Source: an optimization exercise on an open RTL-to-GDS flow (aim: small area, a short achievable clock period and few clock cycles per item). Production flows keep margins and buffers that such runs may drop. Where RTL was checked, it was by simulation tests only, not by an equivalence proof against the original.

P:
## sht_codegen
module sht_codegen (
  input  wire         clk,
  input  wire         rst,           
  input  wire [127:0] key,           
  input  wire         req_valid,
  output wire         req_ready,
  input  wire         req_fixed,     
  input  wire [31:0]  req_frame,     
  input  wire [31:0]  req_salt,      
  input  wire [5:0]   req_addr,      
  input  wire [23:0]  req_train,     
  input  wire [5:0]   req_pulses,    
  input  wire [4:0]   req_window,    
  output wire         off_valid,
  input  wire         off_ready,
  output wire [9:0]   off_data,      
  output wire         off_last,      
  output reg  [15:0]  keychk,
  output reg          keychk_valid
);
==> flow/config.mk <==
export PLATFORM = sky130hd
export DESIGN_NAME = sht_codegen
export DESIGN_NICKNAME = sht_codegen
export VERILOG_FILES = /design/flow/design.v
export SDC_FILE = /design/flow/constraint.sdc
export NUM_CORES = 4
export LEC_CHECK = 0
export ABC_AREA = 1
export CAP_MARGIN = 20
export CELL_PAD_IN_SITES_DETAIL_PLACEMENT = 2
export CELL_PAD_IN_SITES_GLOBAL_PLACEMENT = 2
export CORE_MARGIN = 2
export CORE_UTILIZATION = 30
export PLACE_DENSITY = 0.5
export SETUP_SLACK_MARGIN = 5
export SLEW_MARGIN = 20
==> flow/constraint.sdc <==
create_clock -name core_clock -period 12.0 [get_ports {clk}]
set_input_delay 2.4000 -clock core_clock [delete_from_list [all_inputs] [get_ports {clk}]]
set_output_delay 2.4000 -clock core_clock [all_outputs]
set_load 0.01 [all_outputs]
standard.sh (not shown) runs the stock make flow with config.mk's settings and CLKGATE_MAP_FILE= SYNTH_SCRIPT=/design/flow/synth_recipe.tcl, a recipe that flattens the netlist after the stock synthesis.
==> flow/flow/run.sh <==
#!/bin/bash
# Own layout flow: the standard flow (standard.sh), except that the
# synthesis maps the combinational logic with an area-oriented ABC script
# (flow/abc.script) that keeps the XOR gates of the AES datapath as XOR
# cells. Registers are mapped before ABC runs, so they are the standard
# synthesis's. Each step's output goes to a log file in this folder.
set -euo pipefail
W=$(pwd)
export FLOW_ABC_SCRIPT="$W/flow/abc.script"
export FLOW_REF_SYNTH="$W/synth_recipe.tcl"
bash standard.sh SYNTH_SCRIPT="$W/flow/synth_abc.tcl" synth > "$W/synth.log" 2>&1
bash standard.sh SETUP_SLACK_MARGIN=8 finish > "$W/layout.log" 2>&1
==> flow/flow/abc.script <==
strash
&get -n
&dch -f
&nf
&put
==> flow/flow/synth_abc.tcl <==
# The standard flow's synthesis script (synth_recipe.tcl), with ABC's mapping script
# replaced by flow/abc.script. Everything else, flip-flop mapping included,
# is unchanged.
proc abc {args} {
  set i [lsearch -exact $args -script]
  if { $i >= 0 } {
    lset args [expr { $i + 1 }] $::env(FLOW_ABC_SCRIPT)
  }
  yosys abc {*}$args
}
source $::env(FLOW_REF_SYNTH)
P closes out successfully: all stages finished, all timing, DRC and antenna checks passed.
Modified inputs, Q compared to P
--- a/flow/design.v
+++ b/flow/design.v
@@ -167,13 +167,12 @@
   reg  [2:0]   oa_slot, ob_slot;    
   reg          oa_last, ob_last;    
   reg  [4:0]   oa_win, ob_win;
   reg          oa_fixed, ob_fixed;
   reg          ev;
   reg  [20:0]  es, ec;       
-  reg  [15:0]  ep;
   reg          ef, el;
   reg          ov;
   reg  [9:0]   od;
   reg          ol;
   wire [287:0] sm;
   wire [127:0] sr, mc;
@@ -239,20 +238,20 @@
   wire [15:0]  rsel  = sel_a ? ra : rb;
   wire [4:0]   wsel  = sel_a ? oa_win : ob_win;
   wire [20:0]  pp0   = wsel[0] ? {5'd0, rsel}        : 21'd0;
   wire [20:0]  pp1   = wsel[1] ? {4'd0, rsel, 1'b0}  : 21'd0;
   wire [20:0]  pp2   = wsel[2] ? {3'd0, rsel, 2'b0}  : 21'd0;
   wire [20:0]  pp3   = wsel[3] ? {2'd0, rsel, 3'b0}  : 21'd0;
+  wire [20:0]  pp4   = wsel[4] ? {1'd0, rsel, 4'b0}  : 21'd0;
   wire [20:0]  s1    = pp0 ^ pp1 ^ pp2;
   wire [20:0]  c1    = {(pp0[19:0] & pp1[19:0]) | (pp0[19:0] & pp2[19:0]) | (pp1[19:0] & pp2[19:0]), 1'b0};
   wire [20:0]  s2    = s1 ^ c1 ^ pp3;
   wire [20:0]  c2    = {(s1[19:0] & c1[19:0]) | (s1[19:0] & pp3[19:0]) | (c1[19:0] & pp3[19:0]), 1'b0};
-  wire [20:0]  ep4   = {1'b0, ep, 4'b0};
-  wire [20:0]  s3    = es ^ ec ^ ep4;
-  wire [20:0]  c3    = {(es[19:0] & ec[19:0]) | (es[19:0] & ep4[19:0]) | (ec[19:0] & ep4[19:0]), 1'b0};
-  wire [20:0]  prod  = s3 + c3;
+  wire [20:0]  s3    = s2 ^ c2 ^ pp4;
+  wire [20:0]  c3    = {(s2[19:0] & c2[19:0]) | (s2[19:0] & pp4[19:0]) | (c2[19:0] & pp4[19:0]), 1'b0};
+  wire [20:0]  prod  = es + ec;
   always @(posedge clk) begin
     if (rst) begin
       b_valid      <= 1'b0;
       jblk         <= 2'd0;
       ini          <= 2'd3;
       c            <= 5'd0;
@@ -345,23 +344,21 @@
         od <= ef ? 10'd0 : prod[20:11];
         ol <= el;
       end
       if (e_adv) begin
         ev <= !oa_empty || !ob_empty;
         if (sel_a) begin
-          es      <= s2;
-          ec      <= c2;
-          ep      <= wsel[4] ? rsel : 16'd0;
+          es      <= s3;
+          ec      <= c3;
           ef      <= oa_fixed;
           el      <= oa_last && (oa_rem == 4'd1);
           oa_slot <= oa_slot + 3'd1;
           oa_rem  <= oa_rem - 4'd1;
         end else begin
-          es      <= s2;
-          ec      <= c2;
-          ep      <= wsel[4] ? rsel : 16'd0;
+          es      <= s3;
+          ec      <= c3;
           ef      <= ob_fixed;
           el      <= ob_last && (ob_rem == 4'd1);
           if (!ob_empty) begin
             ob_slot <= ob_slot + 3'd1;
             ob_rem  <= ob_rem - 4'd1;
           end
Notes after the runs:
Register-to-register slack sits lower in Q than in P. Comparing data arrival time at the worst-slack endpoint for Q and P, the smaller number came from P. Route | Q vs P | wire shorter in Q. Register count in Q is lower than in P. Q: share of cells above drive strength 1 is 0.29 points higher than what P reported. Against P, maximum frequency in Q fell slightly.
Testbench counts of Q, summed over its fixed seeds: cycles 37,634, items 25,639.
The RTL of P was laid out without a check of its function.

---

sht_codegen, a different RTL version from the one above (not shown whole).
Size: about 270 I/O pins, roughly 69000 um2 of cells after synthesis.
==> flow/config.mk <==
export PLATFORM = sky130hd
export DESIGN_NAME = sht_codegen
export DESIGN_NICKNAME = sht_codegen
export VERILOG_FILES = /design/flow/design.v
export SDC_FILE = /design/flow/constraint.sdc
export NUM_CORES = 4
export LEC_CHECK = 0
export ABC_AREA = 1
export CAP_MARGIN = 20
export CELL_PAD_IN_SITES_DETAIL_PLACEMENT = 2
export CELL_PAD_IN_SITES_GLOBAL_PLACEMENT = 2
export CORE_MARGIN = 2
export CORE_UTILIZATION = 30
export PLACE_DENSITY = 0.5
export SETUP_SLACK_MARGIN = 5
export SLEW_MARGIN = 20
==> flow/constraint.sdc <==
create_clock -name core_clock -period 12.0 [get_ports {clk}]
set_input_delay 2.4000 -clock core_clock [delete_from_list [all_inputs] [get_ports {clk}]]
set_output_delay 2.4000 -clock core_clock [all_outputs]
set_load 0.01 [all_outputs]
==> flow/flow/run.sh <==
#!/bin/bash
# Own layout flow: the standard flow (standard.sh), except that the
# synthesis maps the combinational logic with an area-oriented ABC script
# (flow/abc.script) that keeps the XOR gates of the AES datapath as XOR
# cells. Registers are mapped before ABC runs, so they are the standard
# synthesis's. Each step's output goes to a log file in this folder.
set -euo pipefail
W=$(pwd)
export FLOW_ABC_SCRIPT="$W/flow/abc.script"
export FLOW_REF_SYNTH="$W/synth_recipe.tcl"
bash standard.sh SYNTH_SCRIPT="$W/flow/synth_abc.tcl" synth > "$W/synth.log" 2>&1
bash standard.sh SETUP_SLACK_MARGIN=7 finish > "$W/layout.log" 2>&1
Scripts as last shown in full above: flow/flow/abc.script, flow/flow/synth_abc.tcl
==> next run, changes <==
--- a/flow/design.v
+++ b/flow/design.v
@@ -128,13 +128,14 @@
   reg  [1:0]   ini;          
   reg  [4:0]   c;            
   reg  [127:0] s;            
   reg  [127:0] x;            
   reg  [127:0] rk;           
   reg  [31:0]  w;            
-  reg  [127:0] rk1;          
+  reg  [31:0]  wk;           
+  reg          k1_q;         
   reg          go_q;         
   reg          adv_q;        
   reg          ld_q;         
   reg          rdy_q;        
   reg          chk_pending;  
   reg          ja_v, ja_chk, ja_last, ja_fixed;
@@ -159,25 +160,31 @@
   wire [31:0]  sw;
   wire [127:0] rk_next;
   reg  [7:0]   rcon;
   sht_aes_sub     u_sub (.s_in(s), .sb(sb));
   sht_aes_mix     u_mix (.sb(x), .sr(sr), .mc(mc));
   sht_key_subword u_ksw (.w3(rk[31:0]), .sw(sw));
-  sht_key_expand u_kex (.rk_in(rk), .sw(w), .rcon(rcon), .rk_out(rk_next));
+  sht_key_expand u_kex (
+    .rk_in (k1_q ? key : rk),
+    .sw    (k1_q ? wk : w),
+    .rcon  (rcon),
+    .rk_out(rk_next)
+  );
   always @(*) begin
     case (c)
+      5'd1:    rcon = 8'h01;
       5'd3:    rcon = 8'h02;
       5'd5:    rcon = 8'h04;
       5'd7:    rcon = 8'h08;
       5'd9:    rcon = 8'h10;
       5'd11:   rcon = 8'h20;
       5'd13:   rcon = 8'h40;
       5'd15:   rcon = 8'h80;
       5'd17:   rcon = 8'h1b;
       5'd19:   rcon = 8'h36;
-      default: rcon = 8'h01;     
+      default: rcon = 8'h00;
     endcase
   end
   wire [127:0] s_round = mc ^ rk;    
   wire [127:0] s_final = sr ^ rk;    
   wire oa_empty = (oa_rem == 4'd0);
   wire ob_empty = (ob_rem == 4'd0);
@@ -222,17 +229,18 @@
   wire [20:0]  c3    = {(s2[19:0] & c2[19:0]) | (s2[19:0] & pp4[19:0]) | (c2[19:0] & pp4[19:0]), 1'b0};
   wire [20:0]  prod  = es + ec;
   always @(posedge clk) begin
     if (rst) begin
       b_valid      <= 1'b0;
       jblk         <= 2'd0;
-      ini          <= 2'd3;
+      ini          <= 2'd2;
       c            <= 5'd0;
       go_q         <= 1'b0;
       adv_q        <= 1'b0;
       ld_q         <= 1'b0;
+      k1_q         <= 1'b0;
       rdy_q        <= 1'b1;
       chk_pending  <= 1'b1;
       ja_v         <= 1'b0;
       jb_v         <= 1'b0;
       keychk_valid <= 1'b0;
       oa_rem       <= 4'd0;
@@ -241,39 +249,36 @@
       ov           <= 1'b0;
     end else begin
       ini   <= ini_d;
       go_q  <= go_d;
       adv_q <= adv_d;
       ld_q  <= (c_d == 5'd0) || (c_d == 5'd1);
+      k1_q  <= (c_d == 5'd1);
       rdy_q <= rdy_d;
       if (b_load) begin
         b_valid   <= req_valid;
         base      <= {req_frame, req_salt, req_addr, req_train};
         b_lastblk <= pulses_m1[4:3];
         b_lastcnt <= pulses_m1[2:0];
         b_win     <= req_window;
         b_fixed   <= req_fixed;
       end
       if (take)
         jblk <= ld_lastb ? 2'd0 : jblk + 2'd1;
-      if (ini == 2'd3)
-        rk  <= key;
       if (ini == 2'd2)
-        w   <= sw;
+        rk <= key;
       if (ini == 2'd1)
-        rk1 <= rk_next;
+        wk <= sw;
       c <= c_d;
       if (adv) begin
         x <= sb;
         if (ld_q)
           s <= pt ^ key;
         else
           s <= s_round;
-        if (at_b)
-          rk <= rk1;
-        else if (c[0])
+        if (c[0])
           rk <= rk_next;
         else if (c != 5'd0)
           w <= sw;
       end
       if (ld_a) begin
         if (ja_v && ja_chk) begin
What happened: The changed run produced a clean layout; sequential share of layout area fell by 1.5 points; cell area falls by about 5.4%; wire length falls by about 6%; clock-buffer cell count went down by 27; die area decreases by 3.0%; hold slack hardly moves; non-clock buffer count drops by 91; synthesized area shrinks by about 3%.
Testbench counts after the change, summed over its fixed seeds: cycles 37,626, items 25,639.
Only the layout flow was run in the first run of this note; the RTL was not checked for function there.

re-timing with driven ports:
The flow's constraints put no driver on any port. The routed layouts listed below were extracted and timed again, unchanged, in two steps.
Step 1, drivers: a clkbuf_16 drives clk and a buf_2 each remaining input, both assumed.
Step 2 also shifts input and output timing later by t, the mid clock arrival at the registers, as if the neighbouring blocks saw the same clock.
a / b / c = ideal ports / drivers / drivers and shift; a / b = the first two.
| run | t (ns) | slack for setup (ns) | hold WS [ns] | worst setup path at the end | pins driven straight from the clock port |
|---|---|---|---|---|---|
| P | 0.893 | 8.009 / 8.006 / 7.186 | 0.418 / 0.418 / 0.418 | input to register | 1 |
| Q | 0.886 | 7.994 / 7.986 / 7.176 | 0.416 / 0.416 / 0.416 | input to register | 1 |
| the first run of note 2 | 0.899 | 7.097 / 7.097 / 6.564 | 0.419 / 0.419 / 0.419 | input to register | 1 |
| the second run of note 2 | 0.864 | 7.190 / 7.190 / 6.469 | 0.419 / 0.419 / 0.419 | input to register | 1 |
After both steps every run listed still meets setup and hold. For P, which loses most, drivers alone change the setup slack by -0.003 ns; drivers and shift together by -0.823 ns.
